What follows belongs to an exercise in optimizing a design on an open flow for small area, a short achievable clock period and few clock cycles per item; a production flow would make more cautious choices.
The RTL was checked by simulation tests, not by an equivalence proof against the original design.

==> design/flow/design.v <==
module aes_sbox_a (
    input  wire [7:0]  a,
    output wire [17:0] m      
);
    wire U0, U1, U2, U3, U4, U5, U6, U7;
    wire T1, T2, T3, T4, T5, T6, T7, T8, T9, T10, T11, T12, T13, T14, T15, T16, T17, T18, T19, T20, T21, T22, T23, T24, T25, T26, T27, M1, M2, M3, M4, M5, M6, M7, M8, M9, M10, M11, M12, M13, M14, M15, M16, M17, M18, M19, M20, M21, M22, M23, M24, M25, M26, M27, M28, M29, M30, M31, M32, M33, M34, M35, M36, M37, M38, M39, M40, M41, M42, M43, M44, M45, M46, M47, M48, M49, M50, M51, M52, M53, M54, M55, M56, M57, M58, M59, M60, M61, M62, M63;
    assign {U0, U1, U2, U3, U4, U5, U6, U7} = a;
    assign T1 = U0 ^ U3;
    assign T2 = U0 ^ U5;
    assign T3 = U0 ^ U6;
    assign T4 = U3 ^ U5;
    assign T5 = U4 ^ U6;
    assign T6 = T1 ^ T5;
    assign T7 = U1 ^ U2;
    assign T8 = U7 ^ T6;
    assign T9 = U7 ^ T7;
    assign T10 = T6 ^ T7;
    assign T11 = U1 ^ U5;
    assign T12 = U2 ^ U5;
    assign T13 = T3 ^ T4;
    assign T14 = T6 ^ T11;
    assign T15 = T5 ^ T11;
    assign T16 = T5 ^ T12;
    assign T17 = T9 ^ T16;
    assign T18 = U3 ^ U7;
    assign T19 = T7 ^ T18;
    assign T20 = T1 ^ T19;
    assign T21 = U6 ^ U7;
    assign T22 = T7 ^ T21;
    assign T23 = T2 ^ T22;
    assign T24 = T2 ^ T10;
    assign T25 = T20 ^ T17;
    assign T26 = T3 ^ T16;
    assign T27 = T1 ^ T12;
    assign M1 = T13 & T6;
    assign M2 = T23 & T8;
    assign M3 = T14 ^ M1;
    assign M4 = T19 & U7;
    assign M5 = M4 ^ M1;
    assign M6 = T3 & T16;
    assign M7 = T22 & T9;
    assign M8 = T26 ^ M6;
    assign M9 = T20 & T17;
    assign M10 = M9 ^ M6;
    assign M11 = T1 & T15;
    assign M12 = T4 & T27;
    assign M13 = M12 ^ M11;
    assign M14 = T2 & T10;
    assign M15 = M14 ^ M11;
    assign M16 = M3 ^ M2;
    assign M17 = M5 ^ T24;
    assign M18 = M8 ^ M7;
    assign M19 = M10 ^ M15;
    assign M20 = M16 ^ M13;
    assign M21 = M17 ^ M15;
    assign M22 = M18 ^ M13;
    assign M23 = M19 ^ T25;
    assign M24 = M22 ^ M23;
    assign M25 = M22 & M20;
    assign M26 = M21 ^ M25;
    assign M27 = M20 ^ M21;
    assign M28 = M23 ^ M25;
    assign M29 = M28 & M27;
    assign M30 = M26 & M24;
    assign M31 = M20 & M23;
    assign M32 = M27 & M31;
    assign M33 = M27 ^ M25;
    assign M34 = M21 & M22;
    assign M35 = M24 & M34;
    assign M36 = M24 ^ M25;
    assign M37 = M21 ^ M29;
    assign M38 = M32 ^ M33;
    assign M39 = M23 ^ M30;
    assign M40 = M35 ^ M36;
    assign M41 = M38 ^ M40;
    assign M42 = M37 ^ M39;
    assign M43 = M37 ^ M38;
    assign M44 = M39 ^ M40;
    assign M45 = M42 ^ M41;
    assign M46 = M44 & T6;
    assign M47 = M40 & T8;
    assign M48 = M39 & U7;
    assign M49 = M43 & T16;
    assign M50 = M38 & T9;
    assign M51 = M37 & T17;
    assign M52 = M42 & T15;
    assign M53 = M45 & T27;
    assign M54 = M41 & T10;
    assign M55 = M44 & T13;
    assign M56 = M40 & T23;
    assign M57 = M39 & T19;
    assign M58 = M43 & T3;
    assign M59 = M38 & T22;
    assign M60 = M37 & T20;
    assign M61 = M42 & T1;
    assign M62 = M45 & T4;
    assign M63 = M41 & T2;
    assign m = {M46, M47, M48, M49, M50, M51, M52, M53, M54, M55, M56, M57, M58, M59, M60, M61, M62, M63};
endmodule
module aes_sbox_b (
    input  wire [17:0] m,
    output wire [7:0]  ye
);
    wire M46, M47, M48, M49, M50, M51, M52, M53, M54, M55, M56, M57, M58, M59, M60, M61, M62, M63;
    assign {M46, M47, M48, M49, M50, M51, M52, M53, M54, M55, M56, M57, M58, M59, M60, M61, M62, M63} = m;
    wire L0, L1, L2, L3, L4, L5, L6, L7, L8, L9, L10, L11, L12, L13, L14, L15, L16, L17, L18, L19, L20, L21, L22, L23, L24, L25, L26, L27, L28, L29, S0, S1, S2, S3, S4, S5, S6, S7;
    assign L0 = M61 ^ M62;
    assign L1 = M50 ^ M56;
    assign L2 = M46 ^ M48;
    assign L3 = M47 ^ M55;
    assign L4 = M54 ^ M58;
    assign L5 = M49 ^ M61;
    assign L6 = M62 ^ L5;
    assign L7 = M46 ^ L3;
    assign L8 = M51 ^ M59;
    assign L9 = M52 ^ M53;
    assign L10 = M53 ^ L4;
    assign L11 = M60 ^ L2;
    assign L12 = M48 ^ M51;
    assign L13 = M50 ^ L0;
    assign L14 = M52 ^ M61;
    assign L15 = M55 ^ L1;
    assign L16 = M56 ^ L0;
    assign L17 = M57 ^ L1;
    assign L18 = M58 ^ L8;
    assign L19 = M63 ^ L4;
    assign L20 = L0 ^ L1;
    assign L21 = L1 ^ L7;
    assign L22 = L3 ^ L12;
    assign L23 = L18 ^ L2;
    assign L24 = L15 ^ L9;
    assign L25 = L6 ^ L10;
    assign L26 = L7 ^ L9;
    assign L27 = L8 ^ L10;
    assign L28 = L11 ^ L14;
    assign L29 = L11 ^ L17;
    assign S0 = L6 ^ L24;
    assign S1 = ~(L16 ^ L26);
    assign S2 = ~(L19 ^ L28);
    assign S3 = L6 ^ L21;
    assign S4 = L20 ^ L22;
    assign S5 = L25 ^ L29;
    assign S6 = ~(L13 ^ L27);
    assign S7 = ~(L6 ^ L23);
    assign ye = {S0, S1, S2, S3, S4, S5, S6, S7};
endmodule
module aes_sbox_bd (
    input  wire [17:0] m,
    output wire [7:0]  ye,
    output wire [7:0]  yd
);
    wire M46, M47, M48, M49, M50, M51, M52, M53, M54, M55, M56, M57, M58, M59, M60, M61, M62, M63;
    assign {M46, M47, M48, M49, M50, M51, M52, M53, M54, M55, M56, M57, M58, M59, M60, M61, M62, M63} = m;
    wire L0, L1, L2, L3, L4, L5, L6, L7, L8, L9, L10, L11, L12, L13, L14, L15, L16, L17, L18, L19, L20, L21, L22, L23, L24, L25, L26, L27, L28, L29, S0, S1, S2, S3, S4, S5, S6, S7;
    assign L0 = M61 ^ M62;
    assign L1 = M50 ^ M56;
    assign L2 = M46 ^ M48;
    assign L3 = M47 ^ M55;
    assign L4 = M54 ^ M58;
    assign L5 = M49 ^ M61;
    assign L6 = M62 ^ L5;
    assign L7 = M46 ^ L3;
    assign L8 = M51 ^ M59;
    assign L9 = M52 ^ M53;
    assign L10 = M53 ^ L4;
    assign L11 = M60 ^ L2;
    assign L12 = M48 ^ M51;
    assign L13 = M50 ^ L0;
    assign L14 = M52 ^ M61;
    assign L15 = M55 ^ L1;
    assign L16 = M56 ^ L0;
    assign L17 = M57 ^ L1;
    assign L18 = M58 ^ L8;
    assign L19 = M63 ^ L4;
    assign L20 = L0 ^ L1;
    assign L21 = L1 ^ L7;
    assign L22 = L3 ^ L12;
    assign L23 = L18 ^ L2;
    assign L24 = L15 ^ L9;
    assign L25 = L6 ^ L10;
    assign L26 = L7 ^ L9;
    assign L27 = L8 ^ L10;
    assign L28 = L11 ^ L14;
    assign L29 = L11 ^ L17;
    assign S0 = L6 ^ L24;
    assign S1 = ~(L16 ^ L26);
    assign S2 = ~(L19 ^ L28);
    assign S3 = L6 ^ L21;
    assign S4 = L20 ^ L22;
    assign S5 = L25 ^ L29;
    assign S6 = ~(L13 ^ L27);
    assign S7 = ~(L6 ^ L23);
    assign ye = {S0, S1, S2, S3, S4, S5, S6, S7};
    assign yd[7] = M49 ^ M51 ^ M52 ^ M54 ^ M58 ^ M59 ^ M61 ^ M62;
    assign yd[6] = M47 ^ M48 ^ M49 ^ M50 ^ M52 ^ M54 ^ M55 ^ M56 ^ M59 ^ M60 ^ M61 ^ M63;
    assign yd[5] = M47 ^ M48 ^ M49 ^ M50 ^ M52 ^ M54 ^ M56 ^ M57 ^ M58 ^ M60 ^ M61 ^ M62;
    assign yd[4] = M46 ^ M48 ^ M52 ^ M54 ^ M58 ^ M59 ^ M61 ^ M62;
    assign yd[3] = M46 ^ M48 ^ M50 ^ M51 ^ M52 ^ M53 ^ M56 ^ M57 ^ M58 ^ M59 ^ M61 ^ M63;
    assign yd[2] = M46 ^ M47 ^ M50 ^ M51 ^ M52 ^ M54 ^ M58 ^ M59 ^ M61 ^ M62;
    assign yd[1] = M49 ^ M50 ^ M52 ^ M53 ^ M58 ^ M59 ^ M61 ^ M62;
    assign yd[0] = M55 ^ M57 ^ M61 ^ M63;
endmodule
module aes_ain (
    input  wire [7:0] a,
    output wire [7:0] y
);
    assign y[7] = a[6] ^ a[4] ^ a[1];
    assign y[6] = a[5] ^ a[3] ^ a[0];
    assign y[5] = a[7] ^ a[4] ^ a[2];
    assign y[4] = a[6] ^ a[3] ^ a[1];
    assign y[3] = a[5] ^ a[2] ^ a[0];
    assign y[2] = ~(a[7] ^ a[4] ^ a[1]);
    assign y[1] = a[6] ^ a[3] ^ a[0];
    assign y[0] = ~(a[7] ^ a[5] ^ a[2]);
endmodule
module aes_mc (input wire [31:0] a, output wire [31:0] y);
    wire t0, t1, t2, t3, t4, t5, t6, t7, t8, t9, t10, t11, t12, t13, t14, t15, t16, t17, t18, t19, t20, t21, t22, t23, t24, t25, t26, t27, t28, t29, t30, t31, t32, t33, t34, t35, t36, t37, t38, t39, t40, t41, t42, t43, t44, t45, t46, t47, t48, t49, t50, t51, t52, t53, t54, t55, t56, t57, t58, t59, t60, t61, t62, t63, t64, t65, t66, t67, t68, t69, t70, t71, t72, t73, t74, t75, t76, t77, t78, t79, t80, t81, t82, t83, t84, t85, t86, t87, t88, t89, t90, t91, t92, t93, t94, t95, t96, t97, t98, t99, t100, t101, t102, t103, t104, t105, t106, t107;
    assign t0 = a[31] ^ a[7];
    assign t1 = a[15] ^ a[23];
    assign t2 = a[15] ^ a[7];
    assign t3 = a[23] ^ a[31];
    assign t4 = a[16] ^ a[24];
    assign t5 = a[17] ^ a[25];
    assign t6 = a[10] ^ a[18];
    assign t7 = a[11] ^ a[19];
    assign t8 = a[2] ^ a[26];
    assign t9 = a[12] ^ a[20];
    assign t10 = a[27] ^ a[3];
    assign t11 = a[13] ^ a[21];
    assign t12 = a[28] ^ a[4];
    assign t13 = a[14] ^ a[22];
    assign t14 = a[29] ^ a[5];
    assign t15 = a[30] ^ a[6];
    assign t16 = a[0] ^ a[8];
    assign t17 = a[1] ^ a[9];
    assign t18 = a[8] ^ t0;
    assign t19 = t4 ^ t18;
    assign t20 = a[0] ^ a[24];
    assign t21 = a[9] ^ t0;
    assign t22 = t20 ^ t5;
    assign t23 = t21 ^ t22;
    assign t24 = a[1] ^ a[25];
    assign t25 = a[26] ^ t24;
    assign t26 = t6 ^ t25;
    assign t27 = a[27] ^ t0;
    assign t28 = t7 ^ t8;
    assign t29 = t27 ^ t28;
    assign t30 = a[28] ^ t0;
    assign t31 = t10 ^ t9;
    assign t32 = t30 ^ t31;
    assign t33 = a[29] ^ t11;
    assign t34 = t12 ^ t33;
    assign t35 = a[30] ^ t13;
    assign t36 = t14 ^ t35;
    assign t37 = a[31] ^ t1;
    assign t38 = t15 ^ t37;
    assign t39 = a[0] ^ t2;
    assign t40 = t4 ^ t39;
    assign t41 = a[1] ^ t16;
    assign t42 = t2 ^ t5;
    assign t43 = t41 ^ t42;
    assign t44 = a[18] ^ t17;
    assign t45 = t8 ^ t44;
    assign t46 = a[10] ^ a[19];
    assign t47 = a[2] ^ t10;
    assign t48 = t2 ^ t46;
    assign t49 = t47 ^ t48;
    assign t50 = a[11] ^ a[20];
    assign t51 = a[3] ^ t12;
    assign t52 = t2 ^ t50;
    assign t53 = t51 ^ t52;
    assign t54 = a[12] ^ a[21];
    assign t55 = a[4] ^ t14;
    assign t56 = t54 ^ t55;
    assign t57 = a[13] ^ a[22];
    assign t58 = a[5] ^ t15;
    assign t59 = t57 ^ t58;
    assign t60 = a[14] ^ a[23];
    assign t61 = a[6] ^ t0;
    assign t62 = t60 ^ t61;
    assign t63 = a[24] ^ t1;
    assign t64 = t16 ^ t63;
    assign t65 = a[16] ^ a[25];
    assign t66 = a[8] ^ t1;
    assign t67 = t17 ^ t65;
    assign t68 = t66 ^ t67;
    assign t69 = a[10] ^ a[17];
    assign t70 = a[9] ^ t69;
    assign t71 = t8 ^ t70;
    assign t72 = a[11] ^ t1;
    assign t73 = t10 ^ t6;
    assign t74 = t72 ^ t73;
    assign t75 = a[12] ^ t1;
    assign t76 = t12 ^ t7;
    assign t77 = t75 ^ t76;
    assign t78 = a[13] ^ t14;
    assign t79 = t9 ^ t78;
    assign t80 = a[14] ^ t11;
    assign t81 = t15 ^ t80;
    assign t82 = a[15] ^ t0;
    assign t83 = t13 ^ t82;
    assign t84 = a[16] ^ t16;
    assign t85 = t3 ^ t84;
    assign t86 = a[17] ^ t17;
    assign t87 = t3 ^ t4;
    assign t88 = t86 ^ t87;
    assign t89 = a[2] ^ t5;
    assign t90 = t6 ^ t89;
    assign t91 = a[18] ^ a[26];
    assign t92 = a[3] ^ t3;
    assign t93 = t7 ^ t91;
    assign t94 = t92 ^ t93;
    assign t95 = a[19] ^ a[27];
    assign t96 = a[4] ^ t3;
    assign t97 = t9 ^ t95;
    assign t98 = t96 ^ t97;
    assign t99 = a[20] ^ a[28];
    assign t100 = a[5] ^ t11;
    assign t101 = t99 ^ t100;
    assign t102 = a[21] ^ a[29];
    assign t103 = a[6] ^ t102;
    assign t104 = t13 ^ t103;
    assign t105 = a[22] ^ a[30];
    assign t106 = a[7] ^ t1;
    assign t107 = t105 ^ t106;
    assign y[0] = t19;
    assign y[1] = t23;
    assign y[2] = t26;
    assign y[3] = t29;
    assign y[4] = t32;
    assign y[5] = t34;
    assign y[6] = t36;
    assign y[7] = t38;
    assign y[8] = t40;
    assign y[9] = t43;
    assign y[10] = t45;
    assign y[11] = t49;
    assign y[12] = t53;
    assign y[13] = t56;
    assign y[14] = t59;
    assign y[15] = t62;
    assign y[16] = t64;
    assign y[17] = t68;
    assign y[18] = t71;
    assign y[19] = t74;
    assign y[20] = t77;
    assign y[21] = t79;
    assign y[22] = t81;
    assign y[23] = t83;
    assign y[24] = t85;
    assign y[25] = t88;
    assign y[26] = t90;
    assign y[27] = t94;
    assign y[28] = t98;
    assign y[29] = t101;
    assign y[30] = t104;
    assign y[31] = t107;
endmodule
module aes_imc_ain (input wire [31:0] a, output wire [31:0] y);
    wire t0, t1, t2, t3, t4, t5, t6, t7, t8, t9, t10, t11, t12, t13, t14, t15, t16, t17, t18, t19, t20, t21, t22, t23, t24, t25, t26, t27, t28, t29, t30, t31, t32, t33, t34, t35, t36, t37, t38, t39, t40, t41, t42, t43, t44, t45, t46, t47, t48, t49, t50, t51, t52, t53, t54, t55, t56, t57, t58, t59, t60, t61, t62, t63, t64, t65, t66, t67, t68, t69, t70, t71, t72, t73, t74, t75, t76, t77, t78, t79, t80, t81, t82, t83, t84, t85, t86, t87, t88, t89, t90, t91, t92, t93, t94, t95, t96, t97, t98, t99, t100, t101, t102, t103, t104, t105, t106, t107, t108, t109, t110, t111, t112, t113, t114, t115, t116, t117, t118, t119, t120, t121, t122, t123, t124, t125, t126, t127, t128, t129, t130, t131, t132, t133, t134, t135, t136, t137, t138, t139, t140, t141, t142, t143, t144, t145, t146, t147, t148, t149, t150, t151, t152, t153, t154, t155, t156, t157, t158, t159, t160, t161, t162, t163, t164, t165, t166, t167, t168, t169, t170, t171, t172, t173, t174, t175, t176, t177, t178, t179, t180, t181, t182, t183, t184, t185, t186, t187, t188, t189, t190, t191, t192, t193, t194, t195, t196, t197, t198, t199, t200, t201, t202, t203, t204, t205, t206, t207, t208, t209, t210;
    assign t0 = a[18] ^ a[21];
    assign t1 = a[10] ^ a[13];
    assign t2 = a[26] ^ a[29];
    assign t3 = a[2] ^ a[5];
    assign t4 = a[23] ^ a[7];
    assign t5 = a[11] ^ a[14];
    assign t6 = a[19] ^ a[22];
    assign t7 = a[15] ^ a[31];
    assign t8 = a[27] ^ a[30];
    assign t9 = a[3] ^ a[6];
    assign t10 = a[0] ^ a[4];
    assign t11 = a[24] ^ a[28];
    assign t12 = a[16] ^ a[20];
    assign t13 = a[12] ^ a[8];
    assign t14 = a[9] ^ t1;
    assign t15 = a[25] ^ t2;
    assign t16 = a[1] ^ t3;
    assign t17 = a[17] ^ t0;
    assign t18 = t7 ^ t9;
    assign t19 = t4 ^ t5;
    assign t20 = t13 ^ t8;
    assign t21 = t10 ^ t6;
    assign t22 = a[12] ^ t16;
    assign t23 = t12 ^ t15;
    assign t24 = a[28] ^ t17;
    assign t25 = a[20] ^ t14;
    assign t26 = a[21] ^ t11;
    assign t27 = a[14] ^ a[9];
    assign t28 = t21 ^ t7;
    assign t29 = a[17] ^ a[22];
    assign t30 = t6 ^ t8;
    assign t31 = a[30] ^ t13;
    assign t32 = a[8] ^ t16;
    assign t33 = a[16] ^ t14;
    assign t34 = t12 ^ t17;
    assign t35 = a[1] ^ a[6];
    assign t36 = t10 ^ t8;
    assign t37 = a[13] ^ t12;
    assign t38 = a[25] ^ t3;
    assign t39 = t20 ^ t4;
    assign t40 = a[25] ^ t21;
    assign t41 = a[14] ^ a[30];
    assign t42 = a[17] ^ t11;
    assign t43 = a[14] ^ t18;
    assign t44 = t5 ^ t7;
    assign t45 = a[11] ^ t38;
    assign t46 = t19 ^ t22;
    assign t47 = t0 ^ t11;
    assign t48 = a[31] ^ t2;
    assign t49 = t27 ^ t47;
    assign t50 = a[22] ^ a[6];
    assign t51 = a[9] ^ t6;
    assign t52 = a[3] ^ t29;
    assign t53 = a[15] ^ t1;
    assign t54 = t31 ^ t45;
    assign t55 = a[0] ^ t23;
    assign t56 = a[24] ^ t17;
    assign t57 = a[29] ^ t24;
    assign t58 = a[4] ^ t18;
    assign t59 = a[1] ^ t20;
    assign t60 = t25 ^ t26;
    assign t61 = t32 ^ t9;
    assign t62 = a[29] ^ a[30];
    assign t63 = a[5] ^ t15;
    assign t64 = a[19] ^ t35;
    assign t65 = a[15] ^ a[24];
    assign t66 = t19 ^ t9;
    assign t67 = a[27] ^ t49;
    assign t68 = a[23] ^ t18;
    assign t69 = a[25] ^ a[19];
    assign t70 = a[0] ^ t62;
    assign t71 = t69 ^ t37;
    assign t72 = t70 ^ t22;
    assign t73 = t71 ^ t68;
    assign t74 = t73 ^ t72;
    assign t75 = a[20] ^ t2;
    assign t76 = t10 ^ t41;
    assign t77 = t52 ^ t76;
    assign t78 = t75 ^ t16;
    assign t79 = t77 ^ t78;
    assign t80 = a[24] ^ t0;
    assign t81 = t16 ^ t36;
    assign t82 = t80 ^ t81;
    assign t83 = t68 ^ t82;
    assign t84 = a[31] ^ a[7];
    assign t85 = t84 ^ t11;
    assign t86 = t85 ^ t40;
    assign t87 = t86 ^ t61;
    assign t88 = a[4] ^ a[9];
    assign t89 = t4 ^ t88;
    assign t90 = t89 ^ t23;
    assign t91 = t61 ^ t90;
    assign t92 = a[2] ^ t52;
    assign t93 = t36 ^ t48;
    assign t94 = t93 ^ t92;
    assign t95 = t33 ^ t94;
    assign t96 = a[22] ^ a[1];
    assign t97 = t1 ^ t96;
    assign t98 = t97 ^ t36;
    assign t99 = t66 ^ t98;
    assign t100 = t99 ^ t57;
    assign t101 = a[18] ^ t62;
    assign t102 = t11 ^ t101;
    assign t103 = t102 ^ t28;
    assign t104 = t103 ^ t46;
    assign t105 = a[8] ^ a[31];
    assign t106 = a[5] ^ a[27];
    assign t107 = t106 ^ t35;
    assign t108 = t105 ^ t107;
    assign t109 = t19 ^ t108;
    assign t110 = t109 ^ t60;
    assign t111 = a[28] ^ t50;
    assign t112 = t111 ^ t14;
    assign t113 = t112 ^ t54;
    assign t114 = a[0] ^ t13;
    assign t115 = t48 ^ t114;
    assign t116 = t14 ^ t66;
    assign t117 = t115 ^ t116;
    assign t118 = a[15] ^ a[7];
    assign t119 = t118 ^ t5;
    assign t120 = t10 ^ t119;
    assign t121 = t33 ^ t120;
    assign t122 = t59 ^ t121;
    assign t123 = t44 ^ t42;
    assign t124 = t22 ^ t123;
    assign t125 = t33 ^ t124;
    assign t126 = a[10] ^ a[7];
    assign t127 = t126 ^ t9;
    assign t128 = t127 ^ t56;
    assign t129 = t54 ^ t128;
    assign t130 = t0 ^ t5;
    assign t131 = t31 ^ t130;
    assign t132 = t51 ^ t58;
    assign t133 = t131 ^ t63;
    assign t134 = t132 ^ t133;
    assign t135 = a[26] ^ a[6];
    assign t136 = a[5] ^ t135;
    assign t137 = t136 ^ t28;
    assign t138 = t25 ^ t39;
    assign t139 = t138 ^ t137;
    assign t140 = a[3] ^ a[16];
    assign t141 = a[7] ^ a[13];
    assign t142 = t140 ^ t27;
    assign t143 = t141 ^ t142;
    assign t144 = t143 ^ t28;
    assign t145 = t57 ^ t144;
    assign t146 = a[4] ^ t41;
    assign t147 = t1 ^ t146;
    assign t148 = t64 ^ t147;
    assign t149 = t34 ^ t148;
    assign t150 = a[7] ^ a[8];
    assign t151 = t150 ^ t3;
    assign t152 = t6 ^ t151;
    assign t153 = t44 ^ t152;
    assign t154 = t34 ^ t153;
    assign t155 = a[23] ^ t13;
    assign t156 = t9 ^ t65;
    assign t157 = t156 ^ t155;
    assign t158 = t51 ^ t34;
    assign t159 = t157 ^ t158;
    assign t160 = t4 ^ t40;
    assign t161 = t56 ^ t25;
    assign t162 = t160 ^ t161;
    assign t163 = a[18] ^ t5;
    assign t164 = t163 ^ t53;
    assign t165 = t64 ^ t164;
    assign t166 = t165 ^ t55;
    assign t167 = a[6] ^ a[17];
    assign t168 = t2 ^ t167;
    assign t169 = t37 ^ t168;
    assign t170 = t30 ^ t169;
    assign t171 = t46 ^ t170;
    assign t172 = a[2] ^ t37;
    assign t173 = t43 ^ t172;
    assign t174 = t39 ^ t24;
    assign t175 = t173 ^ t174;
    assign t176 = a[21] ^ a[11];
    assign t177 = a[4] ^ t29;
    assign t178 = t65 ^ t176;
    assign t179 = t178 ^ t177;
    assign t180 = t63 ^ t39;
    assign t181 = t179 ^ t180;
    assign t182 = a[12] ^ t50;
    assign t183 = t15 ^ t182;
    assign t184 = t183 ^ t67;
    assign t185 = a[16] ^ t11;
    assign t186 = t4 ^ t185;
    assign t187 = t15 ^ t30;
    assign t188 = t53 ^ t187;
    assign t189 = t186 ^ t188;
    assign t190 = a[23] ^ a[31];
    assign t191 = t8 ^ t190;
    assign t192 = t5 ^ t191;
    assign t193 = t42 ^ t192;
    assign t194 = t193 ^ t55;
    assign t195 = a[0] ^ t7;
    assign t196 = t15 ^ t195;
    assign t197 = t24 ^ t59;
    assign t198 = t196 ^ t197;
    assign t199 = a[23] ^ a[26];
    assign t200 = t6 ^ t199;
    assign t201 = t200 ^ t32;
    assign t202 = t67 ^ t201;
    assign t203 = t30 ^ t38;
    assign t204 = t203 ^ t43;
    assign t205 = t204 ^ t60;
    assign t206 = a[10] ^ a[22];
    assign t207 = t206 ^ t26;
    assign t208 = t19 ^ t58;
    assign t209 = t23 ^ t207;
    assign t210 = t209 ^ t208;
    assign y[0] = ~t74;
    assign y[1] = t79;
    assign y[2] = ~t83;
    assign y[3] = t87;
    assign y[4] = t91;
    assign y[5] = t95;
    assign y[6] = t100;
    assign y[7] = t104;
    assign y[8] = ~t110;
    assign y[9] = t113;
    assign y[10] = ~t117;
    assign y[11] = t122;
    assign y[12] = t125;
    assign y[13] = t129;
    assign y[14] = t134;
    assign y[15] = t139;
    assign y[16] = ~t145;
    assign y[17] = t149;
    assign y[18] = ~t154;
    assign y[19] = t159;
    assign y[20] = t162;
    assign y[21] = t166;
    assign y[22] = t171;
    assign y[23] = t175;
    assign y[24] = ~t181;
    assign y[25] = t184;
    assign y[26] = ~t189;
    assign y[27] = t194;
    assign y[28] = t198;
    assign y[29] = t202;
    assign y[30] = t205;
    assign y[31] = t210;
endmodule
module aes_sbox_bk (
    input  wire [17:0] m,      
    input  wire [7:0]  k,
    output wire [7:0]  ye,
    output wire [7:0]  ydk
);
    wire M46, M47, M48, M49, M50, M51, M52, M53, M54, M55, M56, M57, M58, M59, M60, M61, M62, M63;
    assign {M46, M47, M48, M49, M50, M51, M52, M53, M54, M55, M56, M57, M58, M59, M60, M61, M62, M63} = m;
    wire q0, q1, q2, q3, q4, q5, q6, q7, q8, q9, q10, q11, q12, q13, q14, q15, q16, q17, q18, q19, q20, q21, q22, q23, q24, q25, q26, q27, q28, q29, q30, q31, q32, q33, q34, q35, q36, q37, q38, q39, q40, q41, q42, q43, q44, q45, q46, q47, q48, q49, q50, q51, q52, q53, q54, q55, q56, q57, q58, q59, q60, q61, q62, q63, q64, q65, q66, q67;
    assign q0 = M61 ^ M62;
    assign q1 = M58 ^ q0;
    assign q2 = M50 ^ M56;
    assign q3 = M59 ^ q1;
    assign q4 = M52 ^ M54;
    assign q5 = M49 ^ q2;
    assign q6 = M46 ^ M48;
    assign q7 = M61 ^ M63;
    assign q8 = M55 ^ q0;
    assign q9 = M52 ^ M53;
    assign q10 = M60 ^ q4;
    assign q11 = M47 ^ M48;
    assign q12 = M46 ^ M47;
    assign q13 = M58 ^ q7;
    assign q14 = q5 ^ q8;
    assign q15 = M51 ^ q2;
    assign q16 = M53 ^ M54;
    assign q17 = M55 ^ q7;
    assign q18 = M50 ^ M51;
    assign q19 = M49 ^ M51;
    assign q20 = M57 ^ q6;
    assign q21 = q1 ^ q5;
    assign q22 = q9 ^ q14;
    assign q23 = M56 ^ q12;
    assign q24 = q9 ^ q23;
    assign q25 = q8 ^ q24;
    assign q26 = q6 ^ q13;
    assign q27 = q10 ^ q26;
    assign q28 = q12 ^ q14;
    assign q29 = q11 ^ q8;
    assign q30 = q15 ^ q29;
    assign q31 = M60 ^ q16;
    assign q32 = q20 ^ q31;
    assign q33 = q32 ^ q21;
    assign q34 = q18 ^ q16;
    assign q35 = q34 ^ q3;
    assign q36 = q6 ^ q19;
    assign q37 = q36 ^ q3;
    assign q38 = k[7] ^ q4;
    assign q39 = q19 ^ q38;
    assign q40 = q39 ^ q3;
    assign q41 = k[6] ^ M59;
    assign q42 = q11 ^ q41;
    assign q43 = q5 ^ q42;
    assign q44 = q17 ^ q10;
    assign q45 = q43 ^ q44;
    assign q46 = k[5] ^ M57;
    assign q47 = q11 ^ q46;
    assign q48 = q10 ^ q47;
    assign q49 = q21 ^ q48;
    assign q50 = k[4] ^ q4;
    assign q51 = q6 ^ q50;
    assign q52 = q51 ^ q3;
    assign q53 = M59 ^ k[3];
    assign q54 = q53 ^ q9;
    assign q55 = q54 ^ q15;
    assign q56 = q20 ^ q13;
    assign q57 = q55 ^ q56;
    assign q58 = k[2] ^ q12;
    assign q59 = q18 ^ q4;
    assign q60 = q58 ^ q59;
    assign q61 = q3 ^ q60;
    assign q62 = M50 ^ M49;
    assign q63 = k[1] ^ q62;
    assign q64 = q9 ^ q63;
    assign q65 = q64 ^ q3;
    assign q66 = M57 ^ k[0];
    assign q67 = q66 ^ q17;
    assign ye[7] = q22;
    assign ye[6] = ~q25;
    assign ye[5] = ~q27;
    assign ye[4] = q28;
    assign ye[3] = q30;
    assign ye[2] = q33;
    assign ye[1] = ~q35;
    assign ye[0] = ~q37;
    assign ydk[7] = q40;
    assign ydk[6] = q45;
    assign ydk[5] = q49;
    assign ydk[4] = q52;
    assign ydk[3] = q57;
    assign ydk[2] = q61;
    assign ydk[1] = q65;
    assign ydk[0] = q67;
endmodule
module aes_cell (
    input  wire         clk,
    input  wire         rst,           
    input  wire         in_valid,
    output wire         in_ready,
    input  wire         in_decrypt,    
    input  wire         in_key256,     
    input  wire [255:0] in_key,
    input  wire [127:0] in_block,
    output reg          out_valid,
    output reg  [127:0] out_block
);
    function [7:0] xt;
        input [7:0] a;
        xt = {a[6:0], 1'b0} ^ (a[7] ? 8'h1b : 8'h00);
    endfunction
    function [7:0] xtinv;       
        input [7:0] a;
        xtinv = a[0] ? ({1'b1, a[7:1]} ^ 8'h0d) : {1'b0, a[7:1]};
    endfunction
    function [127:0] shiftrows;
        input [127:0] s;
        integer i;
        begin
            for (i = 0; i < 16; i = i + 1)
                shiftrows[127 - 8 * i -: 8] = s[127 - 8 * ((i % 4) + 4 * (((i / 4) + (i % 4)) % 4)) -: 8];
        end
    endfunction
    function [127:0] invshiftrows;
        input [127:0] s;
        integer i;
        begin
            for (i = 0; i < 16; i = i + 1)
                invshiftrows[127 - 8 * i -: 8] = s[127 - 8 * ((i % 4) + 4 * (((i / 4) + 4 - (i % 4)) % 4)) -: 8];
        end
    endfunction
    reg  [127:0] q_st, q_kt;
    reg  [255:0] q_kw;
    reg  [31:0]  q_ks;
    reg          q_ks1;         
    reg          q_busy, q_dec, q_k256, q_pre, q_par;
    reg          q_done;        
    reg  [3:0]   q_cnt;
    reg  [7:0]   q_rc;
    reg  [1:0]   q_tag;
    reg  [287:0] p_m;           
    reg  [71:0]  p_km;          
    reg  [255:0] p_kw;
    reg          p_busy, p_dec, p_k256, p_pre, p_par, p_done;
    reg          p_last, p_lastpre;    
    reg          p_nxt;                
    reg  [3:0]   p_cnt;
    reg  [7:0]   p_rc;
    reg  [1:0]   p_tag;
    genvar g;
    wire [127:0] x1 = q_st ^ q_kt;
    wire [31:0]  ks1 = q_ks1 ? q_kw[31:0] : q_ks;
    wire [287:0] m1;
    wire [71:0]  km1;
    generate
        for (g = 0; g < 16; g = g + 1) begin : g_s1
            aes_sbox_a u_sa (.a(x1[127 - 8 * g -: 8]), .m(m1[287 - 18 * g -: 18]));
        end
        for (g = 0; g < 4; g = g + 1) begin : g_k1
            aes_sbox_a u_ka (.a(ks1[31 - 8 * g -: 8]), .m(km1[71 - 18 * g -: 18]));
        end
    endgenerate
    always @(posedge clk) begin
        p_m    <= {m1[287:128], (q_pre || q_done) ? q_st : m1[127:0]};
        p_done <= q_done;
        p_last    <= q_last;
        p_lastpre <= (q_cnt == (q_k256 ? 4'd13 : 4'd10));
        p_nxt     <= (q_tag == rd_nx);
        p_km   <= km1;
        p_kw   <= q_kw;
        p_dec  <= q_dec;
        p_k256 <= q_k256;
        p_pre  <= q_pre;
        p_par  <= q_par;
        p_cnt  <= q_cnt;
        p_rc   <= q_rc;
        p_tag  <= q_tag;
    end
    wire [127:0] sbe;           
    wire [127:0] dk;            
    wire [31:0]  ks_sub;
    generate
        for (g = 0; g < 16; g = g + 1) begin : g_s2
            aes_sbox_bk u_sb (.m(p_m[287 - 18 * g -: 18]), .k(p_kw[255 - 8 * g -: 8]),
                              .ye(sbe[127 - 8 * g -: 8]), .ydk(dk[127 - 8 * g -: 8]));
        end
        for (g = 0; g < 4; g = g + 1) begin : g_k2
            aes_sbox_b u_kb (.m(p_km[71 - 18 * g -: 18]), .ye(ks_sub[31 - 8 * g -: 8]));
        end
    endgenerate
    wire [31:0] h0 = p_kw[255:224], h1 = p_kw[223:192], h2 = p_kw[191:160], h3 = p_kw[159:128];
    wire [31:0] l0 = p_kw[127:96],  l1 = p_kw[95:64],   l2 = p_kw[63:32],   l3 = p_kw[31:0];
    wire [31:0] ks_t = p_par ? {ks_sub[23:16] ^ p_rc, ks_sub[15:0], ks_sub[31:24]} : ks_sub;
    wire [31:0] h01 = h0 ^ h1, h012 = h01 ^ h2, h0123 = h012 ^ h3;
    wire [127:0] kf = {h0 ^ ks_t, h01 ^ ks_t, h012 ^ ks_t, h0123 ^ ks_t};
    wire [31:0] b0 = p_k256 ? l0 : h0, b1 = p_k256 ? l1 : h1, b2 = p_k256 ? l2 : h2, b3 = p_k256 ? l3 : h3;
    wire [127:0] kb = {b0 ^ ks_t, b1 ^ b0, b2 ^ b1, b3 ^ b2};
    wire [127:0] mc, dnext_s;
    generate
        for (g = 0; g < 4; g = g + 1) begin : g_mix
            aes_mc      u_mc  (.a(sbe[127 - 32 * g -: 32]), .y(mc[127 - 32 * g -: 32]));
            aes_imc_ain u_imc (.a(dk[127 - 32 * g -: 32]),  .y(dnext_s[127 - 32 * g -: 32]));
        end
    endgenerate
    wire [127:0] dnext = invshiftrows(dnext_s);
    wire [127:0] blk_s = invshiftrows(invshiftrows(p_m[127:0])) ^ invshiftrows(kf);
    wire [127:0] blk_a;
    generate
        for (g = 0; g < 16; g = g + 1) begin : g_ain_blk
            aes_ain u_ain (.a(blk_s[127 - 8 * g -: 8]), .y(blk_a[127 - 8 * g -: 8]));
        end
    endgenerate
    wire last    = p_last;
    wire lastpre = p_lastpre;
    wire fin     = p_busy && !p_pre && !p_done && last;    
    wire q_last  = (q_cnt == (q_k256 ? 4'd14 : 4'd10));
    reg    rdy;
    assign in_ready = rdy;
    wire   accept   = in_ready && in_valid;
    wire c_pass = !in_ready && p_done;                             
    wire c_hold = !in_ready && !p_done && hold;                    
    wire c_run  = !in_ready && !p_done && !hold;                   
    wire c_pre  = c_run && p_pre && !lastpre;                      
    wire c_last = c_run && p_pre && lastpre;                       
    wire c_dec  = c_run && !p_pre && p_dec;                        
    wire c_enc  = c_run && !p_pre && !p_dec;                       
    wire c_fwd  = c_pre || c_last || c_enc;                        
    always @(posedge clk) begin
        if (in_ready) begin
            q_dec  <= in_decrypt;
            q_k256 <= in_key256;
            q_pre  <= in_decrypt;
            q_par  <= 1'b1;
            q_cnt  <= 4'd1;
            q_rc   <= 8'h01;
            q_tag  <= wr_tag;
            q_done <= 1'b0;
            q_ks1  <= in_key256;
        end else begin
            q_done <= p_done || hold;
            q_dec  <= p_dec;
            q_k256 <= p_k256;
            q_tag  <= p_tag;
            q_cnt  <= c_last ? 4'd1 : p_cnt + 4'd1;
            q_par  <= c_last ? 1'b1 : p_k256 ? !p_par : p_par;
            q_pre  <= p_pre && !c_last;
            q_ks1  <= 1'b0;
            q_rc   <= p_rc;
            if (c_last && !p_k256)                 q_rc <= xtinv(p_rc);
            else if ((c_pre || c_enc) && p_par)    q_rc <= xt(p_rc);
            else if (c_dec && p_par)               q_rc <= xtinv(p_rc);
        end
    end
    wire k_new  = in_ready;
    wire k_fwd  = !in_ready && (p_pre || !p_dec);                   
    wire k_last = !in_ready && p_pre && lastpre;                    
    wire k_dec  = !in_ready && !p_pre && p_dec;                     
    wire k_enc  = !in_ready && !p_pre && !p_dec;                    
    wire [127:0] st_early = in_ready ? shiftrows(in_block) : c_last ? blk_a : p_m[127:0];
    wire [127:0] kh_early = k_new ? in_key[255:128] : (k_fwd && (p_k256 || k_last)) ? p_kw[127:0] : p_kw[255:128];
    wire [127:0] kl_early = k_new ? in_key[127:0] : k_dec ? p_kw[255:128] : p_kw[127:0];
    wire         kh_kf    = k_fwd && !(p_k256 || k_last);        
    wire         kl_kf    = k_fwd;                                
    wire [127:0] kt_early = k_new ? shiftrows(in_key[255:128]) : (k_enc && p_k256) ? shiftrows(p_kw[127:0]) : 128'h0;
    wire         kt_kf    = k_enc && !p_k256;
    wire [31:0]  ks_early = k_new ? in_key[159:128] : k_last ? (p_k256 ? l3 : (h3 ^ h2))
                          : (p_k256 ? (l3 ^ l2) : (h3 ^ h1));
    wire         ks_kf    = k_fwd && !k_last;
    always @(posedge clk) begin
        q_st <= ({128{c_dec}}  & dnext)
              | ({128{c_enc}}  & shiftrows(mc))
              | ({128{c_hold}} & res)
              | ({128{!(c_dec || c_enc || c_hold)}} & st_early);
        q_kw <= {({128{kh_kf}} & kf) | ({128{k_dec}} & kb) | ({128{!(kh_kf || k_dec)}} & kh_early),
                 ({128{kl_kf}} & kf) | ({128{!kl_kf}} & kl_early)};
        q_kt <= ({128{kt_kf}} & shiftrows(kf)) | ({128{!kt_kf}} & kt_early);
        q_ks <= ({32{ks_kf}} & kf[31:0]) | ({32{!ks_kf}} & ks_early);
    end
    reg  [127:0] rb;
    reg          rb_v;
    reg  [1:0]   rb_tag;
    reg  [1:0]   rd_tag, wr_tag;
    reg  [1:0]   n_open;        
    wire [127:0] ek0     = sbe ^ (p_k256 ? p_kw[127:0] : {h0, h01, h012, h0123});
    wire [127:0] ek      = ek0 ^ ({4{ks_t}} & {128{!p_k256}});
    wire [127:0] res     = p_dec ? dk : ek;
    wire         p_next  = p_nxt;
    wire         byp     = fin && p_next;                       
    wire         from_p  = p_busy && p_done && p_next;          
    wire         from_rb = rb_v && (rb_tag == rd_tag);
    wire         to_rb   = fin && !p_next && !rb_v;
    wire         hold    = fin && !p_next && rb_v;              
    wire         load    = byp || from_p || from_rb;
    wire         p_free  = !p_busy || byp || to_rb || from_p;   
    wire [1:0]   rd_nx   = rd_tag + (load ? 2'd1 : 2'd0);
    wire         rb_v_nx = to_rb || (rb_v && !from_rb);
    wire [1:0]   n_open_nx = n_open + (accept ? 2'd1 : 2'd0) - (load ? 2'd1 : 2'd0);
    wire         q_fin   = q_busy && !q_pre && !q_done && q_last;
    wire         q_free  = !q_busy || (q_fin && (q_tag == rd_nx || !rb_v_nx))
                                   || (q_done && q_tag == rd_nx);
    always @(posedge clk) begin
        out_block <= ({128{byp && !p_dec}} & ek) | ({128{byp && p_dec}} & dk)
                   | ({128{!byp}} & (from_rb ? rb : p_m[127:0]));
        if (to_rb) begin
            rb     <= res;
            rb_tag <= p_tag;
        end
    end
    always @(posedge clk) begin
        if (rst) begin
            q_busy    <= 1'b0;
            p_busy    <= 1'b0;
            rb_v      <= 1'b0;
            rd_tag    <= 2'd0;
            wr_tag    <= 2'd0;
            n_open    <= 2'd0;
            rdy       <= 1'b1;
            out_valid <= 1'b0;
        end else begin
            p_busy    <= q_busy;
            q_busy    <= in_ready ? in_valid : (p_busy && !p_free);
            if (accept) wr_tag <= wr_tag + 2'd1;
            rd_tag    <= rd_nx;
            out_valid <= load;
            n_open    <= n_open_nx;
            rb_v      <= rb_v_nx;
            rdy       <= q_free && (n_open_nx != 2'd3);
        end
    end
endmodule
==> design/flow/flow/run.sh <==
#!/bin/bash
# Own layout flow: the standard ORFS flow (standard.sh), except that
#  - synthesis maps the combinational logic with the ABC script in
#    flow/abc.script instead of ORFS's (registers are mapped before ABC, as
#    in the standard synthesis), and
#  - the ORFS make variables in flow/make_args.txt (one per line) are added:
#    a setup margin for repair_timing, so the design is sized for a shorter
#    achieved period than the 12 ns clock, and the buffer cell for the port
#    buffers.
# The clock period, SDC and everything else are the standard flow's.
set -euo pipefail
W=$PWD
cat > "$W/own_synth.tcl" <<EOF2
proc abc {args} {
  set i [lsearch -exact \$args -script]
  if {\$i >= 0} { set args [lreplace \$args [expr {\$i + 1}] [expr {\$i + 1}] $W/flow/abc.script] }
  puts "own_synth: abc with \$args"
  yosys abc {*}\$args
}
source $W/synth_recipe.tcl
EOF2
sed "s#SYNTH_SCRIPT=[^ ]*#SYNTH_SCRIPT=$W/own_synth.tcl#" standard.sh > own_standard.sh
grep -q "own_synth.tcl" own_standard.sh
ARGS=()
while IFS= read -r line; do
  [[ -n "$line" && "$line" != \#* ]] && ARGS+=("$line")
done < "$W/flow/make_args.txt"
bash own_standard.sh "${ARGS[@]}" finish > "$W/flow_make.log" 2>&1
==> design/flow/flow/abc.script <==
&get -n
&st
&dch
&nf
&put
==> design/flow/flow/make_args.txt <==
SETUP_SLACK_MARGIN=8.0
BUFFER_PORTS_ARGS=-buffer_cell sky130_fd_sc_hd__buf_1
==> design/flow/standard.sh <==
#!/bin/bash
# synth_recipe.tcl (not shown) runs the flow's synth.tcl, then flattens the netlist and writes it again
# the make line also repeats each setting of config.mk as NAME=value (left out here)
make -C /OpenROAD-flow-scripts/flow DESIGN_CONFIG=/design/flow/config.mk WORK_HOME=/design/flow/orfs CLKGATE_MAP_FILE= SYNTH_SCRIPT=/design/flow/synth_recipe.tcl "${@:-finish}"
==> design/flow/config.mk <==
export PLATFORM = sky130hd
export DESIGN_NAME = aes_cell
export DESIGN_NICKNAME = aes_cell
export VERILOG_FILES = /design/flow/design.v
export SDC_FILE = /design/flow/constraint.sdc
export NUM_CORES = 8
export LEC_CHECK = 0
export CAP_MARGIN = 20
export CORE_MARGIN = 2
export CORE_UTILIZATION = 40
export CTS_CLUSTER_DIAMETER = 150
export CTS_CLUSTER_SIZE = 20
export PLACE_DENSITY = 0.6
export SLEW_MARGIN = 20
==> design/flow/constraint.sdc <==
create_clock -name core_clock -period 12.0 [get_ports {clk}]
set_input_delay 2.4000 -clock core_clock [delete_from_list [all_inputs] [get_ports {clk}]]
set_output_delay 2.4000 -clock core_clock [all_outputs]
set_load 0.01 [all_outputs]
==> results of run 1 <==
area by class of cell:
class,count,share of cell area
clock inverters,8,0.000840
clock buffers,125,0.0201
repair buffers,1000,0.0522
diodes,18,0.000388
flip-flops and latches,1471,0.266
inverters,127,0.00421
well taps,3185,0.0343
multi-input cells,8831,0.622
state kept, by name, summed over array words and instances (netlist names), 32 cells and up:
| signal | cells |
|---|---|
| p_m | 288 |
| p_kw | 256 |
| q_kw | 256 |
| out_block | 128 |
| q_kt | 128 |
| q_st | 128 |
| rb | 128 |
| p_km | 72 |
| q_ks | 32 |
timing repair:
action | in CTS | in global routing
gates cloned | 0 | 1
gates resized for setup | 633 | 419
hold endpoints to repair | 0 | 0
setup endpoints to repair | 740 | 492
pin swaps | 25 | 56
buffers inserted | 49 | 104
per-layer routing:
metal,vias to the layer above,GRT usage
li1,37700,-
met1,43300,0.543
met2,6603,0.575
met3,1344,0.125
met4,36,0.273
met5,-,0.00822
worst reg2reg max path, stage by stage, from the launching register on:
cell and delay (ps):
dfxtp_4 380, buf_4 180, inv_12 250, buf_8 450
nand2_1 210, o21ai_4 100, buf_6 350, buf_8 340
nand2_2 140, buf_6 300, nor2_4 250, nor2_4 50
buf_6 200, a22oi_1 730, o21ai_0 120
cells by family after synthesis:
family,count (synthesis),synth area share
XOR/XNOR,4387,0.416
multiplexers,287,0.0300
adder cells (fa/ha/maj),44,0.00572
AO/OA/AOI/OAI,2402,0.150
flip-flops,1471,0.320
AND/OR/NAND/NOR,1710,0.0736
buffers and inverters,127,0.00496
metrics by stage:
step | setup WS [ps] | util
after floorplan | -1730 | -
after global placement | 6370 | 0.439
after detailed placement | 6480 | 0.439
after CTS | 7770 | 0.469
after global routing | 7840 | 0.484
final | 7780 | 0.484
path summary, 6_finish.rpt:
kind | startpoint | end | slack [ps] | cells past startpoint
worst max-delay path | rdy | q_kw[235] | 7780 | 14
worst min-delay path | q_rc[0] | p_rc[0] | 280 | 0
worst max register to register | rdy | q_kw[235] | 7780 | 14
worst min register to register | q_rc[0] | p_rc[0] | 280 | 0
layout by cell type (no fill, tap or decap), types with 25 or more instances in the layout:
cell / n
o211ai_1: 176
a22oi_2: 29
dfxtp_1: 1261
mux2i_4: 38
nand2b_1: 38
a221o_1: 29
xor2_4: 65
o31ai_1: 96
xnor2_2: 346
buf_12: 26
xnor2_4: 55
a222oi_1: 25
nand2_1: 690
o22ai_1: 46
nor2b_1: 59
ha_1: 44
clkbuf_16: 88
xnor2_1: 2604
edfxtp_1: 130
and2_0: 62
buf_1: 517
a21oi_1: 471
o21ai_0: 995
a22oi_1: 273
nor2_1: 669
o221ai_1: 67
xor2_1: 1030
dfxtp_2: 71
xnor3_1: 84
xor2_2: 172
clkbuf_1: 37
clkinv_1: 126
buf_4: 428
nand3_1: 112
o21ai_1: 49
mux2i_1: 229
==> results by group, run 1 <==
Detailed routing
  – Avg WL per Cell: 35.5 um
  – Max layer used: met5
  – Initial DRC count: 13,600
  – M1 wire length: 204 mm
  – DRC Markers: 0
  – DRT Pass-1 Iters: 9
  – Routed vias: 89,000
  – Vias per cell: 6.02
  – ANT nets after route: 0
  – DR WL met3: 67.9 mm
  – DR WL met2: 208 mm
  – WL final: 523 mm

Timing
  – Worst Tran Pin Value: 1300 ps
  – Maximum clock rate: 237 MHz
  – Final Skew: 86.4 ps
  – Setup violations, final: 0
  – Slew headroom: 0.128
  – Minimum clock period: 4220 ps
  – Setup TNS: 0 ps
  – Final period util: 0.352
  – Hold WS: 280 ps
  – Slew Limit Fails: 0
  – RSZ-0062 raised after global routing: true
  – Fin. Hold Viols: 0

Synthesis
  – Post-synthesis net count: 10,900
  – #FFs+latches synth: 1,471
  – Most frequent cell after synthesis: xnor2_1
  – Synth top cells by count: xnor2_1 (3,005), dfxtp_1 (1,341), xor2_1 (1,267)
  – Post-synth EDFFs: 130
  – Area contributors post-synth: dfxtp_1 (28%), xnor2_1 (27%), xor2_1 (12%), o21ai_0 (5.5%), edfxtp_1 (4.1%)
  – Syn_area_per_cell: 9.22 um^2
  – Cell count after synthesis: 10,400
  – Primary FF master, synth: dfxtp_1
  – Yosys warns: 1
  – Count of different cell masters after synthesis: 50
  – Cell accounting for the most synthesized area: dfxtp_1
  – Asr flop ratio synth: 0
  – Seq/Total Area, Yosys: 0.320
  – Syn Std Cell Area: 96,200 um^2
  – Top cell type's share of synthesized area: 0.279

Critical path
  – Crit path required time: 12,690 ps
  – Worst Setup End Kind: register
  – WP buf/inv: 7
  – CP delay by family, top: buffers and inverters
  – Arrival time at the worst endpoint: 4910 ps
  – Max incr delay on CP: 400 ps
  – Startpoint Class: register
  – Slowest cell on crit path: a22oi_1
  – Critical Path Most Common Cell: buf_6
  – Worst-path maximum fanout: 64
  – Worst path cell trace: buf_4 -> inv_12 -> buf_8 -> nand2_1 -> o21ai_4 -> buf_6 -> buf_8 -> nand2_2 -> buf_6 -> nor2_4 -> nor2_4 -> buf_6 -> a22oi_1 -> o21ai_0
  – WS Path Type: reg -> reg

Cells and area
  – # nets final: 11,900
  – Design area: 116,000 um^2
  – Layout Area Growth over Synthesis: 20.8%
  – Share of layout cells above drive strength 1: 0.128
  – Register area: 30,900 um^2
  – Fill cell count: 22,900
  – Multi-input gate area: 72,300 um^2
  – Post-route insts no fill: 14,800

Floorplan
  – I/O pin count: 519
  – Die height: 494 um
  – Initial Util: 0.401
  – Chip Width: 494 um
  – Cell row count: 180
  – Die area: 244,000 um^2
  – Core Region: 240,000 um^2

Place
  – Number of buffers added on ports: 518
  – Dpl cell area: 105,000 um^2
  – Placed Cells incl. Taps: 14,500
  – Detailed Place HPWL: 417 mm
  – Routability cong.: 1.13

Clock network
  – CTS max path bufs: 3
  – Root buffer cell: clkbuf_16
  – Inserted Clock Buffers: 85
  – CTS tree: yes
  – # hold bufs at CTS: 0
  – Worst-skew pair later-pin latency: 880 ps
  – Reg clk slew, reported paths: 90 ps
  – Clk sink count: 1,471
  – H-Tree Level Count: 3

GRT
  – Gr ovfl total: 0
  – First-pass GRT wire length: 697 mm
  – GRT Resource Usage Total: 0.412
  – Largest net degree at the start of global routing: 128
  – Antenna violations before repair: 48
  – Vias in the first global route: 82,600

Min path
  – Worst hold path type: reg -> reg

Run status
  – Status: no timing/DRC/antenna violations

Flow run
  – Max-cap viol count: 0
Testbench counts, summed over its fixed seeds: cycles 47,949, items 3,200.
==> run 2, diff against run 1 <==
--- a/design/flow/config.mk
+++ b/design/flow/config.mk
@@ -8,7 +8,5 @@
 export CAP_MARGIN = 20
 export CORE_MARGIN = 2
 export CORE_UTILIZATION = 40
-export CTS_CLUSTER_DIAMETER = 150
-export CTS_CLUSTER_SIZE = 20
 export PLACE_DENSITY = 0.6
 export SLEW_MARGIN = 20
==> run 2 against run 1 <==
  * Still clean on timing, DRC and antenna
  * Non-clock buffer count is 3 higher
  * Cell area is 3.3% higher
  * Register-to-register slack better by 90 ps
  * Area after synthesis stayed put
  * Critical path type unchanged
  * Critical endpoint is now rb[33]
==> results by group, run 2 <==
Synthesis
  – Synth top cells by count: xnor2_1 (3,005), dfxtp_1 (1,341), xor2_1 (1,267)
  – Primary FF master, synth: dfxtp_1
  – Asr flop ratio synth: 0 (unchanged)
  – #FFs+latches synth: 1,471 (unchanged)
  – Cell count after synthesis: 10,400 (unchanged)
  – Yosys warns: 1 (unchanged)
  – Cell accounting for the most synthesized area: dfxtp_1
  – Most frequent cell after synthesis: xnor2_1
  – Top cell type's share of synthesized area: 0.279 (unchanged)
  – Area contributors post-synth: dfxtp_1 (28%), xnor2_1 (27%), xor2_1 (12%), o21ai_0 (5.5%), edfxtp_1 (4.1%)
  – Count of different cell masters after synthesis: 50 (unchanged)
  – Syn_area_per_cell: 9.22 um^2 (unchanged)
  – Seq/Total Area, Yosys: 0.320 (unchanged)
  – Post-synth EDFFs: 130 (unchanged)
  – Post-synthesis net count: 10,900 (unchanged)
  – Syn Std Cell Area: 96,200 um^2 (unchanged)

Critical path
  – Worst-path maximum fanout: 44 (-31%)
  – Startpoint Class: register
  – Reg2Reg Depth: 5 (-9)
  – Worst Setup End Kind: register
  – WS Path Type: reg -> reg
  – Crit path required time: 12,490 ps (-200 ps)
  – Arrival time at the worst endpoint: 4630 ps (-280 ps)

Floorplan
  – Initial Util: 0.401 (unchanged)
  – Die height: 494 um (unchanged)
  – Cell row count: 180 (unchanged)
  – Core Region: 240,000 um^2 (unchanged)
  – I/O pin count: 519 (unchanged)
  – Die area: 244,000 um^2 (unchanged)
  – Chip Width: 494 um (unchanged)

Cells and area
  – Register area: 30,900 um^2 (about the same)
  – Layout Area Growth over Synthesis: 24.7%
  – Post-route insts no fill: 15,000 (+1.3%)
  – Share of layout cells above drive strength 1: 0.143 (+0.0152)
  – # nets final: 12,000 (+0.73%)
  – Most frequent cells in the layout: xnor2_1 (2,584), dfxtp_1 (1,264), xor2_1 (1,033)
  – Max reg flops: 288 (unchanged)
  – Final core occ: 0.500 (+0.0158)
  – Largest Register: p_m
  – Fill cell count: 22,500 (-1.5%)
  – Largest regs: p_m x288, p_kw x256, q_kw x256
  – Commonest non-fill, non-tap cell in the layout: xnor2_1
  – Multi-input gate area: 72,400 um^2 (+0.14%)

Detailed routing
  – Vias per cell: 5.98 (-0.77%)
  – Initial DRC count: 13,700 (+0.46%)
  – WL final: 526 mm (+0.51%)
  – ANT nets after route: 0 (unchanged)
  – Avg WL per Cell: 35.2 um (-0.75%)
  – Routed vias: 89,400 (+0.49%)
  – DRT Pass-1 Iters: 7 (-2)
  – DRC Markers: 0 (unchanged)

Clock network
  – Inserted Clock Buffers: 170 (+100%)
  – Root buffer cell: clkbuf_16
  – Worst-skew pair later-pin latency: 900 ps (+20 ps)
  – Clk sink count: 1,471 (unchanged)
  – CTS max path bufs: 3 (unchanged)
  – CTS tree: yes
  – H-Tree Level Count: 4 (+1)
  – Reg clk slew, reported paths: 60 ps (-30 ps)

Place
  – Routability cong.: 1.13 (unchanged)
  – Number of buffers added on ports: 518 (unchanged)
  – Detailed Place HPWL: 417 mm (unchanged)
  – Placed Cells incl. Taps: 14,500 (unchanged)

Min path
  – Worst hold path type: reg -> reg
  – Cells on Worst Hold Path: 0 (unchanged)

GRT
  – Vias in the first global route: 83,600 (+1.2%)
  – Largest net degree at the start of global routing: 128 (unchanged)
  – GRT Resource Usage Total: 0.414 (+0.00190)
  – Antenna violations before repair: 56 (+17%)
  – Gr ovfl total: 0 (unchanged)
  – First-pass GRT wire length: 701 mm (+0.52%)

Flow run
  – Max-cap viol count: 0 (unchanged)

Timing
  – Slew headroom: 0.126 (-0.00182)
  – Final period util: 0.345 (-0.00713)
  – Hold WS: 300 ps (+20.3 ps)
  – Maximum clock rate: 242 MHz (+2.1%)
  – Setup violations, final: 0 (unchanged)
  – RSZ-0062 raised after global routing: true
  – Worst Tran Pin Value: 1310 ps (+7.64 ps)
  – Final Skew: 59.4 ps (-26.9 ps)
  – Minimum clock period: 4140 ps (-85.5 ps)
  – Fin. Hold Viols: 0 (unchanged)
  – Slew Limit Fails: 0 (unchanged)

Run status
  – Status: no timing/DRC/antenna violations
==> run 2: changes by cell type in the layout (fill, tap and decap cells not counted), moves of 14 or more <==
cell       before   now
bufinv_16       0    14
xnor2_2       346   369
clkbuf_16      88   180
xnor2_1      2604  2584
clkinv_2        0    20
clkbuf_8        1    38
==> run 2: final timing paths <==
| path | from | end | slack [ps] |
|---|---|---|---|
| max | p_pre | rb[33] | 7860 |
| min | q_kw[151] | p_kw[151] | 300 |
| max reg2reg | p_pre | rb[33] | 7860 |
| min reg2reg | q_kw[151] | p_kw[151] | 300 |
==> run 2: layout make-up <==
cell class | count | share of cell area
Clock buffer | 242 | 0.0423
Timing Repair Buffer | 1003 | 0.0508
Multi-Input combinational cell | 8830 | 0.603
Antenna cell | 22 | 0.000459
Tap cell | 3185 | 0.0332
Clock inverter | 72 | 0.00847
Sequential cell | 1471 | 0.257
Inverter | 127 | 0.00408
==> run 2: repair_timing <==
item,CTS,global route
setup endpoints to repair,710,515
gates resized for setup,617,440
setup buffers,49,106
gates cloned,0,2
pin swaps,22,57
hold buffers,0,0
==> run 2: per-layer routing <==
layer / up-vias / track usage / wire length (um)
met5: - / 0 / 292
met4: 30 / 0.284 / 45600
met3: 1452 / 0.123 / 68300
met2: 6539 / 0.574 / 208000
met1: 43400 / 0.548 / 204000
li1: 38000 / - / -
==> run 2: metrics by stage <==
stage                     worst slack [ps]  TNS (ps)  area [um^2]
after floorplan                      -1730   -209500        96200
after global placement                6370         0       105000
after detailed placement              6480         0       105000
after CTS                             7730         0       116000
after global routing                  7820         0       120000
final                                 7860         0       120000
==> run 2: kinds of logic (layout without fill, tap and decap cells) <==
logic type,Yosys count,after routing,synth area share
buffers and inverters,127,1444,0.00496
multiplexers,287,287,0.0300
flip-flops,1471,1471,0.320
XOR/XNOR,4387,4387,0.416
adder cells (fa/ha/maj),44,44,0.00572
other,0,22,0
AO/OA/AOI/OAI,2402,2402,0.150
AND/OR/NAND/NOR,1710,1710,0.0736
==> run 2: critical path, stage by stage (launching register included) <==
cell	delay [ps]
dfxtp_1	450
nor4bb_2	680
nor2b_1	390
nor2b_4	840
buf_4	530
buf_4	730

-- re-timing with driven ports --
In the flow no input, the clock included, has a driving cell. The finished layouts below were timed again as built, in two steps.
Step 1, drivers: a clkbuf_16 drives clk and a buf_2 each remaining input, both assumed.
Step 2 adds t to the input delays and takes it off the output delays; t is the mean of the earliest and latest rising clock arrival at the registers after step 1. Input paths then give back, and output paths get back, about the clock's delay inside the block.
Three values: ideal, step 1, step 2; two values: the first two.
| run | t (ns) | setup WS [ns] | pins driven straight from the clock port |
|---|---|---|---|
| run 1 | 0.938 | 7.779 / 7.779 / 7.779 | 1 |
| run 2 | 0.979 | 7.865 / 7.865 / 7.865 | 1 |
After both steps every run listed still meets setup and hold.
